From an optimization exercise on the open Yosys and OpenROAD flow, aimed at small area, a short achievable clock period and few clock cycles per item; shortcuts taken in it are not production practice.
The RTL was checked by simulation tests, not by an equivalence proof against the original design.

job 104:
==> module tile_verify, before the edit <==
module tile_verify (
    input  wire         clk,
    input  wire         rst,           
    input  wire         in_valid,
    output reg          in_ready,
    input  wire [287:0] in_data,       
    input  wire [15:0]  in_tile,       
    input  wire [7:0]   in_owner,      
    input  wire [71:0]  in_side,       
    output reg          res_valid,
    output reg          res_pass,
    output reg  [2:0]   res_cause,     
    output reg  [5:0]   res_ce,        
    output reg          out_valid,
    output wire [255:0] out_data
);
    localparam [31:0] CRC32C_POLY = 32'h82F6_3B78;    
    localparam [2:0] C_NONE = 3'd0, C_CRC = 3'd1, C_UNSEALED = 3'd2,
                     C_OWNER = 3'd3, C_ECC = 3'd4;
    reg  [287:0] in_q;
    reg  [71:0]  side_in;
    reg          v_in;            
    reg  [2:0]   ph;              
    reg  [2:0]   last;            
    wire accept = in_valid && in_ready && !rst;
    wire [2:0] nacc = (v_in ? ph : last) + 3'd1;
    wire       idle = (ph == 3'd7) && !v_in && (nacc == 3'd0) && !accept;
    always @(posedge clk) begin
        in_q     <= in_data;
        side_in  <= in_side;
    end
    reg  [15:0]  tile_q;
    reg  [7:0]   owner_q;
    always @(posedge clk) begin
        if (accept && nacc == 3'd0) begin
            tile_q  <= in_tile;
            owner_q <= in_owner;
        end
    end
    always @(posedge clk) begin
        if (rst) begin
            v_in     <= 1'b0;
            ph       <= 3'd7;
            last     <= 3'd7;
            in_ready <= 1'b1;
        end else begin
            v_in     <= accept;
            if (!idle) ph <= ph + 3'd1;
            if (v_in) last <= ph;
            in_ready <= accept || idle || (nacc == ph + 3'd2);
        end
    end
    wire [255:0] beat_data;
    wire [3:0]   beat_ce, beat_ue;
    genvar g;
    generate
        for (g = 0; g < 4; g = g + 1) begin : g_dec
            tile_secded_dec u_dec (
                .cw   (in_q[72*g +: 72]),
                .data (beat_data[64*g +: 64]),
                .ce   (beat_ce[g]),
                .ue   (beat_ue[g])
            );
        end
    endgenerate
    wire [63:0] side_word;
    wire        side_ce, side_ue;
    tile_secded_dec u_side (
        .cw   (side_in),
        .data (side_word),
        .ce   (side_ce),
        .ue   (side_ue)
    );
    reg [255:0] ring [0:7];
    integer r;
    always @(posedge clk) begin
        ring[0] <= v_in ? beat_data : ring[7];
        for (r = 1; r < 8; r = r + 1)
            ring[r] <= ring[r-1];
    end
    assign out_data = ring[7];
    reg [31:0]   crc;             
    wire [31:0] crc_start = (ph == 3'd0) ? 32'hFFFF_FFFF : crc;
    wire [31:0] crc_next;
    tile_crc_beat u_crc (.c(crc_start), .d(beat_data), .o(crc_next));
    reg          data_ue;
    reg [5:0]    ce_cnt;
    reg          side_sealed;
    reg          owner_ok;
    reg [31:0]   crc_want;        
    wire first = (ph == 3'd0);
    wire [2:0] beat_ce_cnt = {2'b00, beat_ce[0]} + {2'b00, beat_ce[1]}
                           + {2'b00, beat_ce[2]} + {2'b00, beat_ce[3]};
    wire       ue_now   = (first ? 1'b0 : data_ue) | (|beat_ue);
    wire [5:0] ce_now   = (first ? {5'd0, side_ce} : ce_cnt) + {3'b000, beat_ce_cnt};
    function [31:0] crc_unstep(input [31:0] c_in, input b);
        reg [31:0] t;
        begin
            t = c_in[31] ? (c_in ^ CRC32C_POLY) : c_in;
            crc_unstep = {t[30:0], c_in[31] ^ b};
        end
    endfunction
    wire [23:0] msg = {owner_q, tile_q};
    reg  [3:0]  msg4;
    always @* begin
        case (ph)
            3'd1:    msg4 = msg[23:20];
            3'd2:    msg4 = msg[19:16];
            3'd3:    msg4 = msg[15:12];
            3'd4:    msg4 = msg[11:8];
            3'd5:    msg4 = msg[7:4];
            default: msg4 = msg[3:0];
        endcase
    end
    wire [31:0] want_back = crc_unstep(crc_unstep(crc_unstep(crc_unstep(
                                crc_want, msg4[3]), msg4[2]), msg4[1]), msg4[0]);
    always @(posedge clk) begin
        if (v_in) begin
            crc     <= crc_next;
            data_ue <= ue_now;
            ce_cnt  <= ce_now;
            if (first) begin
                side_sealed <= side_ue ? 1'b0 : side_word[40];
                owner_ok    <= (side_ue ? 8'h00 : side_word[39:32]) == owner_q;
                crc_want    <= ~(side_ue ? 32'd0 : side_word[31:0]);
            end else if (ph != 3'd7) begin
                crc_want    <= want_back;
            end
        end
    end
    reg [2:0] cause;
    always @* begin
        if (ue_now)                     cause = C_ECC;
        else if (!side_sealed)          cause = C_UNSEALED;
        else if (!owner_ok)             cause = C_OWNER;
        else if (crc_next != crc_want)  cause = C_CRC;
        else                            cause = C_NONE;
    end
    wire last_beat = v_in && (ph == 3'd7);
    always @(posedge clk) begin
        if (rst) begin
            res_valid <= 1'b0;
            out_valid <= 1'b0;
        end else begin
            res_valid <= last_beat;
            if (ph == 3'd7)
                out_valid <= last_beat && (cause == C_NONE);
        end
        if (last_beat) begin
            res_pass  <= (cause == C_NONE);
            res_cause <= cause;
            res_ce    <= ce_now;
        end
    end
endmodule
export LEC_CHECK = 0
export CAP_MARGIN = 20
export CORE_MARGIN = 2
export CORE_UTILIZATION = 40
export CTS_CLUSTER_DIAMETER = 100
export CTS_CLUSTER_SIZE = 28
export SLEW_MARGIN = 20
create_clock -name core_clock -period 50.0 [get_ports {clk}]
standard.sh (not shown) runs the stock make flow with config.mk's settings and CLKGATE_MAP_FILE= SYNTH_SCRIPT=/design/flow/synth_recipe.tcl, a recipe that flattens the netlist after the stock synthesis.
==> flow/flow/run.sh <==
#!/bin/bash
# The standard layout, with the port buffers made of buf_2 cells instead of the
# delay buffers buffer_ports picks by itself. ORFS's step logs stay in orfs/logs/.
set -euo pipefail
bash standard.sh "BUFFER_PORTS_ARGS=-buffer_cell sky130_fd_sc_hd__buf_2" finish > standard.log 2>&1
Testbench counts of job 104, summed over its fixed seeds: cycles 4,161, tiles 512.
Setup changes, job 104 to job 102
--- a/flow/design.v
+++ b/flow/design.v
@@ -245,31 +245,27 @@
     output wire [255:0] out_data
 );
     localparam [31:0] CRC32C_POLY = 32'h82F6_3B78;    
     localparam [2:0] C_NONE = 3'd0, C_CRC = 3'd1, C_UNSEALED = 3'd2,
                      C_OWNER = 3'd3, C_ECC = 3'd4;
     reg  [287:0] in_q;
+    reg  [15:0]  tile_in;
+    reg  [7:0]   owner_in;
     reg  [71:0]  side_in;
     reg          v_in;            
     reg  [2:0]   ph;              
     reg  [2:0]   last;            
     wire accept = in_valid && in_ready && !rst;
     wire [2:0] nacc = (v_in ? ph : last) + 3'd1;
     wire       idle = (ph == 3'd7) && !v_in && (nacc == 3'd0) && !accept;
     always @(posedge clk) begin
         in_q     <= in_data;
+        tile_in  <= in_tile;
+        owner_in <= in_owner;
         side_in  <= in_side;
     end
-    reg  [15:0]  tile_q;
-    reg  [7:0]   owner_q;
-    always @(posedge clk) begin
-        if (accept && nacc == 3'd0) begin
-            tile_q  <= in_tile;
-            owner_q <= in_owner;
-        end
-    end
     always @(posedge clk) begin
         if (rst) begin
             v_in     <= 1'b0;
             ph       <= 3'd7;
             last     <= 3'd7;
             in_ready <= 1'b1;
@@ -312,12 +308,14 @@
     reg [31:0]   crc;             
     wire [31:0] crc_start = (ph == 3'd0) ? 32'hFFFF_FFFF : crc;
     wire [31:0] crc_next;
     tile_crc_beat u_crc (.c(crc_start), .d(beat_data), .o(crc_next));
     reg          data_ue;
     reg [5:0]    ce_cnt;
+    reg [15:0]   tile_q;
+    reg [7:0]    owner_q;
     reg          side_sealed;
     reg          owner_ok;
     reg [31:0]   crc_want;        
     wire first = (ph == 3'd0);
     wire [2:0] beat_ce_cnt = {2'b00, beat_ce[0]} + {2'b00, beat_ce[1]}
                            + {2'b00, beat_ce[2]} + {2'b00, beat_ce[3]};
@@ -347,14 +345,16 @@
     always @(posedge clk) begin
         if (v_in) begin
             crc     <= crc_next;
             data_ue <= ue_now;
             ce_cnt  <= ce_now;
             if (first) begin
+                tile_q  <= tile_in;
+                owner_q <= owner_in;
                 side_sealed <= side_ue ? 1'b0 : side_word[40];
-                owner_ok    <= (side_ue ? 8'h00 : side_word[39:32]) == owner_q;
+                owner_ok    <= (side_ue ? 8'h00 : side_word[39:32]) == owner_in;
                 crc_want    <= ~(side_ue ? 32'd0 : side_word[31:0]);
             end else if (ph != 3'd7) begin
                 crc_want    <= want_back;
             end
         end
     end
Findings:
Job 102 went all the way through the flow, and no timing, DRC or antenna check failed.
When job 102 is measured against job 104, its signal arrival time at the worst endpoint turns out 0.03 ns lower.
In terms of global-route wire length before repair, job 104 and job 102 differ only marginally.
The run with more setup slack is job 102; job 104 has less.
Detailed placement HPWL delta (job 102 -> job 104): insignificant
Of job 104 and job 102, the higher met2 wire length belongs to job 102.
In the flow results for job 104 and job 102, the number of antenna diodes is smaller on job 102.
Between job 104 and job 102, final-layout clock buffer total increased.
Job 102 contains more vias than job 104.
Re number of core rows: job 104 and job 102 aren't equal, and the lower value belongs to job 104.
Register count in job 102 is higher than in job 104.
In the flow results for job 104 and job 102, the final layout net count is larger on job 104.
Final non-filler cell area: job 102 vs job 104 up 0.0011 mm2
Share of final-layout standard cells stronger than drive strength 1: job 102 > job 104
Between job 104 and job 102, the difference in area growth from synthesis to final layout is negligible.
Testbench counts of job 102, summed over its fixed seeds: cycles 4,161, tiles 512.

---

== the previous run ==
Another version of the RTL of tile_verify (not shown whole).
Size: about 6500 cells after synthesis, about 92000 um2 of cells after synthesis.
==> module tile_verify, before the edit <==
module tile_verify (
    input  wire         clk,
    input  wire         rst,           
    input  wire         in_valid,
    output reg          in_ready,
    input  wire [287:0] in_data,       
    input  wire [15:0]  in_tile,       
    input  wire [7:0]   in_owner,      
    input  wire [71:0]  in_side,       
    output reg          res_valid,
    output reg          res_pass,
    output reg  [2:0]   res_cause,     
    output reg  [5:0]   res_ce,        
    output reg          out_valid,
    output wire [255:0] out_data
);
    localparam [31:0] CRC32C_POLY = 32'h82F6_3B78;    
    localparam [2:0] C_NONE = 3'd0, C_CRC = 3'd1, C_UNSEALED = 3'd2,
                     C_OWNER = 3'd3, C_ECC = 3'd4;
    function [31:0] crc32c_byte(input [31:0] c_in, input [7:0] b);
        integer   k;
        reg [31:0] c;
        begin
            c = c_in;
            for (k = 0; k < 8; k = k + 1) begin
                if (c[0] ^ b[k]) c = (c >> 1) ^ CRC32C_POLY;
                else             c = c >> 1;
            end
            crc32c_byte = c;
        end
    endfunction
    reg  [287:0] in_q;
    reg  [15:0]  tile_in;
    reg  [7:0]   owner_in;
    reg  [71:0]  side_in;
    reg          v_in;            
    reg  [2:0]   ph;              
    reg  [2:0]   last;            
    wire accept = in_valid && in_ready && !rst;
    wire [2:0] nacc = (v_in ? ph : last) + 3'd1;
    wire       idle = (ph == 3'd7) && !v_in && (nacc == 3'd0) && !accept;
    always @(posedge clk) begin
        in_q     <= in_data;
        tile_in  <= in_tile;
        owner_in <= in_owner;
        side_in  <= in_side;
    end
    always @(posedge clk) begin
        if (rst) begin
            v_in     <= 1'b0;
            ph       <= 3'd7;
            last     <= 3'd7;
            in_ready <= 1'b1;
        end else begin
            v_in     <= accept;
            if (!idle) ph <= ph + 3'd1;
            if (v_in) last <= ph;
            in_ready <= accept || idle || (nacc == ph + 3'd2);
        end
    end
    wire [255:0] beat_data;
    wire [3:0]   beat_ce, beat_ue;
    genvar g;
    generate
        for (g = 0; g < 4; g = g + 1) begin : g_dec
            tile_secded_dec u_dec (
                .cw   (in_q[72*g +: 72]),
                .data (beat_data[64*g +: 64]),
                .ce   (beat_ce[g]),
                .ue   (beat_ue[g])
            );
        end
    endgenerate
    wire [63:0] side_word;
    wire        side_ce, side_ue;
    tile_secded_dec u_side (
        .cw   (side_in),
        .data (side_word),
        .ce   (side_ce),
        .ue   (side_ue)
    );
    reg [255:0] ring [0:7];
    integer r;
    always @(posedge clk) begin
        ring[0] <= v_in ? beat_data : ring[7];
        for (r = 1; r < 8; r = r + 1)
            ring[r] <= ring[r-1];
    end
    assign out_data = ring[7];
    reg [31:0]   crc;             
    wire [31:0] crc_start = (ph == 3'd0) ? 32'hFFFF_FFFF : crc;
    wire [31:0] crc_next;
    tile_crc_beat u_crc (.c(crc_start), .d(beat_data), .o(crc_next));
    reg          data_ue;
    reg [5:0]    ce_cnt;
    reg [15:0]   tile_q;
    reg [7:0]    owner_q;
    reg          side_sealed;
    reg [7:0]    side_owner;
    reg [31:0]   side_crc;
    wire first = (ph == 3'd0);
    wire [2:0] beat_ce_cnt = {2'b00, beat_ce[0]} + {2'b00, beat_ce[1]}
                           + {2'b00, beat_ce[2]} + {2'b00, beat_ce[3]};
    wire       ue_now   = (first ? 1'b0 : data_ue) | (|beat_ue);
    wire [5:0] ce_now   = (first ? {5'd0, side_ce} : ce_cnt) + {3'b000, beat_ce_cnt};
    always @(posedge clk) begin
        if (v_in) begin
            crc     <= crc_next;
            data_ue <= ue_now;
            ce_cnt  <= ce_now;
            if (first) begin
                tile_q  <= tile_in;
                owner_q <= owner_in;
                side_sealed <= side_ue ? 1'b0  : side_word[40];
                side_owner  <= side_ue ? 8'h00 : side_word[39:32];
                side_crc    <= side_ue ? 32'd0 : side_word[31:0];
            end
        end
    end
    reg [31:0] crc_final;
    always @* begin
        crc_final = crc_next;
        crc_final = crc32c_byte(crc_final, tile_q[7:0]);
        crc_final = crc32c_byte(crc_final, tile_q[15:8]);
        crc_final = crc32c_byte(crc_final, owner_q);
        crc_final = ~crc_final;
    end
    reg [2:0] cause;
    always @* begin
        if (ue_now)                     cause = C_ECC;
        else if (!side_sealed)          cause = C_UNSEALED;
        else if (side_owner != owner_q) cause = C_OWNER;
        else if (crc_final != side_crc) cause = C_CRC;
        else                            cause = C_NONE;
    end
    wire last_beat = v_in && (ph == 3'd7);
    always @(posedge clk) begin
        if (rst) begin
            res_valid <= 1'b0;
            out_valid <= 1'b0;
        end else begin
            res_valid <= last_beat;
            if (ph == 3'd7)
                out_valid <= last_beat && (cause == C_NONE);
        end
        if (last_beat) begin
            res_pass  <= (cause == C_NONE);
            res_cause <= cause;
            res_ce    <= ce_now;
        end
    end
endmodule
==> flow/config.mk <==
export PLATFORM = sky130hd
export DESIGN_NAME = tile_verify
export DESIGN_NICKNAME = tile_verify
export VERILOG_FILES = /design/flow/design.v
export SDC_FILE = /design/flow/constraint.sdc
export NUM_CORES = 4
export LEC_CHECK = 0
export CAP_MARGIN = 20
export CORE_MARGIN = 2
export CORE_UTILIZATION = 40
export SLEW_MARGIN = 20
==> flow/constraint.sdc <==
create_clock -name core_clock -period 50.0 [get_ports {clk}]
set_input_delay 10.0000 -clock core_clock [delete_from_list [all_inputs] [get_ports {clk}]]
set_output_delay 10.0000 -clock core_clock [all_outputs]
set_load 0.01 [all_outputs]
run.sh (not shown) runs the stock make flow with config.mk's settings and CLKGATE_MAP_FILE= SYNTH_SCRIPT=/design/flow/synth_recipe.tcl, a recipe that flattens the netlist after the stock synthesis.
Stock flow here: none of the scripts above is used.
Testbench counts of the previous run, summed over its fixed seeds: cycles 4,161, tiles 512.
The following lists how the current run was set up differently from the previous run:
--- a/flow/design.v
+++ b/flow/design.v
@@ -244,24 +244,12 @@
     output reg          out_valid,
     output wire [255:0] out_data
 );
     localparam [31:0] CRC32C_POLY = 32'h82F6_3B78;    
     localparam [2:0] C_NONE = 3'd0, C_CRC = 3'd1, C_UNSEALED = 3'd2,
                      C_OWNER = 3'd3, C_ECC = 3'd4;
-    function [31:0] crc32c_byte(input [31:0] c_in, input [7:0] b);
-        integer   k;
-        reg [31:0] c;
-        begin
-            c = c_in;
-            for (k = 0; k < 8; k = k + 1) begin
-                if (c[0] ^ b[k]) c = (c >> 1) ^ CRC32C_POLY;
-                else             c = c >> 1;
-            end
-            crc32c_byte = c;
-        end
-    endfunction
     reg  [287:0] in_q;
     reg  [15:0]  tile_in;
     reg  [7:0]   owner_in;
     reg  [71:0]  side_in;
     reg          v_in;            
     reg  [2:0]   ph;              
@@ -323,47 +311,62 @@
     tile_crc_beat u_crc (.c(crc_start), .d(beat_data), .o(crc_next));
     reg          data_ue;
     reg [5:0]    ce_cnt;
     reg [15:0]   tile_q;
     reg [7:0]    owner_q;
     reg          side_sealed;
-    reg [7:0]    side_owner;
-    reg [31:0]   side_crc;
+    reg          owner_ok;
+    reg [31:0]   crc_want;        
     wire first = (ph == 3'd0);
     wire [2:0] beat_ce_cnt = {2'b00, beat_ce[0]} + {2'b00, beat_ce[1]}
                            + {2'b00, beat_ce[2]} + {2'b00, beat_ce[3]};
     wire       ue_now   = (first ? 1'b0 : data_ue) | (|beat_ue);
     wire [5:0] ce_now   = (first ? {5'd0, side_ce} : ce_cnt) + {3'b000, beat_ce_cnt};
+    function [31:0] crc_unstep(input [31:0] c_in, input b);
+        reg [31:0] t;
+        begin
+            t = c_in[31] ? (c_in ^ CRC32C_POLY) : c_in;
+            crc_unstep = {t[30:0], c_in[31] ^ b};
+        end
+    endfunction
+    wire [23:0] msg = {owner_q, tile_q};
+    reg  [3:0]  msg4;
+    always @* begin
+        case (ph)
+            3'd1:    msg4 = msg[23:20];
+            3'd2:    msg4 = msg[19:16];
+            3'd3:    msg4 = msg[15:12];
+            3'd4:    msg4 = msg[11:8];
+            3'd5:    msg4 = msg[7:4];
+            default: msg4 = msg[3:0];
+        endcase
+    end
+    wire [31:0] want_back = crc_unstep(crc_unstep(crc_unstep(crc_unstep(
+                                crc_want, msg4[3]), msg4[2]), msg4[1]), msg4[0]);
     always @(posedge clk) begin
         if (v_in) begin
             crc     <= crc_next;
             data_ue <= ue_now;
             ce_cnt  <= ce_now;
             if (first) begin
                 tile_q  <= tile_in;
                 owner_q <= owner_in;
-                side_sealed <= side_ue ? 1'b0  : side_word[40];
-                side_owner  <= side_ue ? 8'h00 : side_word[39:32];
-                side_crc    <= side_ue ? 32'd0 : side_word[31:0];
+                side_sealed <= side_ue ? 1'b0 : side_word[40];
+                owner_ok    <= (side_ue ? 8'h00 : side_word[39:32]) == owner_in;
+                crc_want    <= ~(side_ue ? 32'd0 : side_word[31:0]);
+            end else if (ph != 3'd7) begin
+                crc_want    <= want_back;
             end
         end
     end
-    reg [31:0] crc_final;
-    always @* begin
-        crc_final = crc_next;
-        crc_final = crc32c_byte(crc_final, tile_q[7:0]);
-        crc_final = crc32c_byte(crc_final, tile_q[15:8]);
-        crc_final = crc32c_byte(crc_final, owner_q);
-        crc_final = ~crc_final;
-    end
     reg [2:0] cause;
     always @* begin
         if (ue_now)                     cause = C_ECC;
         else if (!side_sealed)          cause = C_UNSEALED;
-        else if (side_owner != owner_q) cause = C_OWNER;
-        else if (crc_final != side_crc) cause = C_CRC;
+        else if (!owner_ok)             cause = C_OWNER;
+        else if (crc_next != crc_want)  cause = C_CRC;
         else                            cause = C_NONE;
     end
     wire last_beat = v_in && (ph == 3'd7);
     always @(posedge clk) begin
         if (rst) begin
             res_valid <= 1'b0;
### Flow results
The current run finished every step from synthesis to the final layout, and the layout passed the timing, DRC and antenna checks.
The current run leaves more setup margin than the previous run.
Changes observed in the current run relative to the previous run: first-iteration DRC count lost about 2.3%, post-synthesis to final-layout area growth increased 0.48 points, maximum net fanout on the critical path moved down.
[the current run] average cell area after synthesis rose 0.76% relative to the previous run
Against the previous run, the final cell area of the current run is lower.
Testbench counts of the current run, summed over its fixed seeds: cycles 4,161, tiles 512.

-- re-timing with driven ports --
The flow's constraints put no driver on any port. The routed layouts listed below were extracted and timed again, unchanged, in two steps. Step 1 sets driving cells, clkbuf_16 on the clock port and buf_2 on the other inputs (assumed; they add their load-dependent delay and slew). Step 2 adds t to the input delays and takes it off the output delays; t is the mean of the earliest and latest rising clock arrival at the registers after step 1. Input paths then give back, and output paths get back, about the clock's delay inside the block. a / b / c = ideal ports / drivers / drivers and shift; a / b = the first two.
run | t (ns) | slack for setup (ns) | worst register clock-pin slew, ns | cell pins on the clock port's net
job 104 | 0.879 | 38.561 / 38.470 / 38.451 | 0.11 / 0.11 | 1
job 102 | 0.885 | 38.593 / 38.499 / 38.855 | 0.12 / 0.12 | 1
the previous run | 0.948 | 37.251 / 37.251 / 37.251 | 0.08 / 0.08 | 1
the current run | 0.933 | 38.131 / 38.041 / 38.339 | 0.07 / 0.07 | 1
After both steps setup and hold are still met in every run listed. For job 104, which loses most, drivers alone change the setup slack by -0.091 ns; drivers and shift together by -0.110 ns.
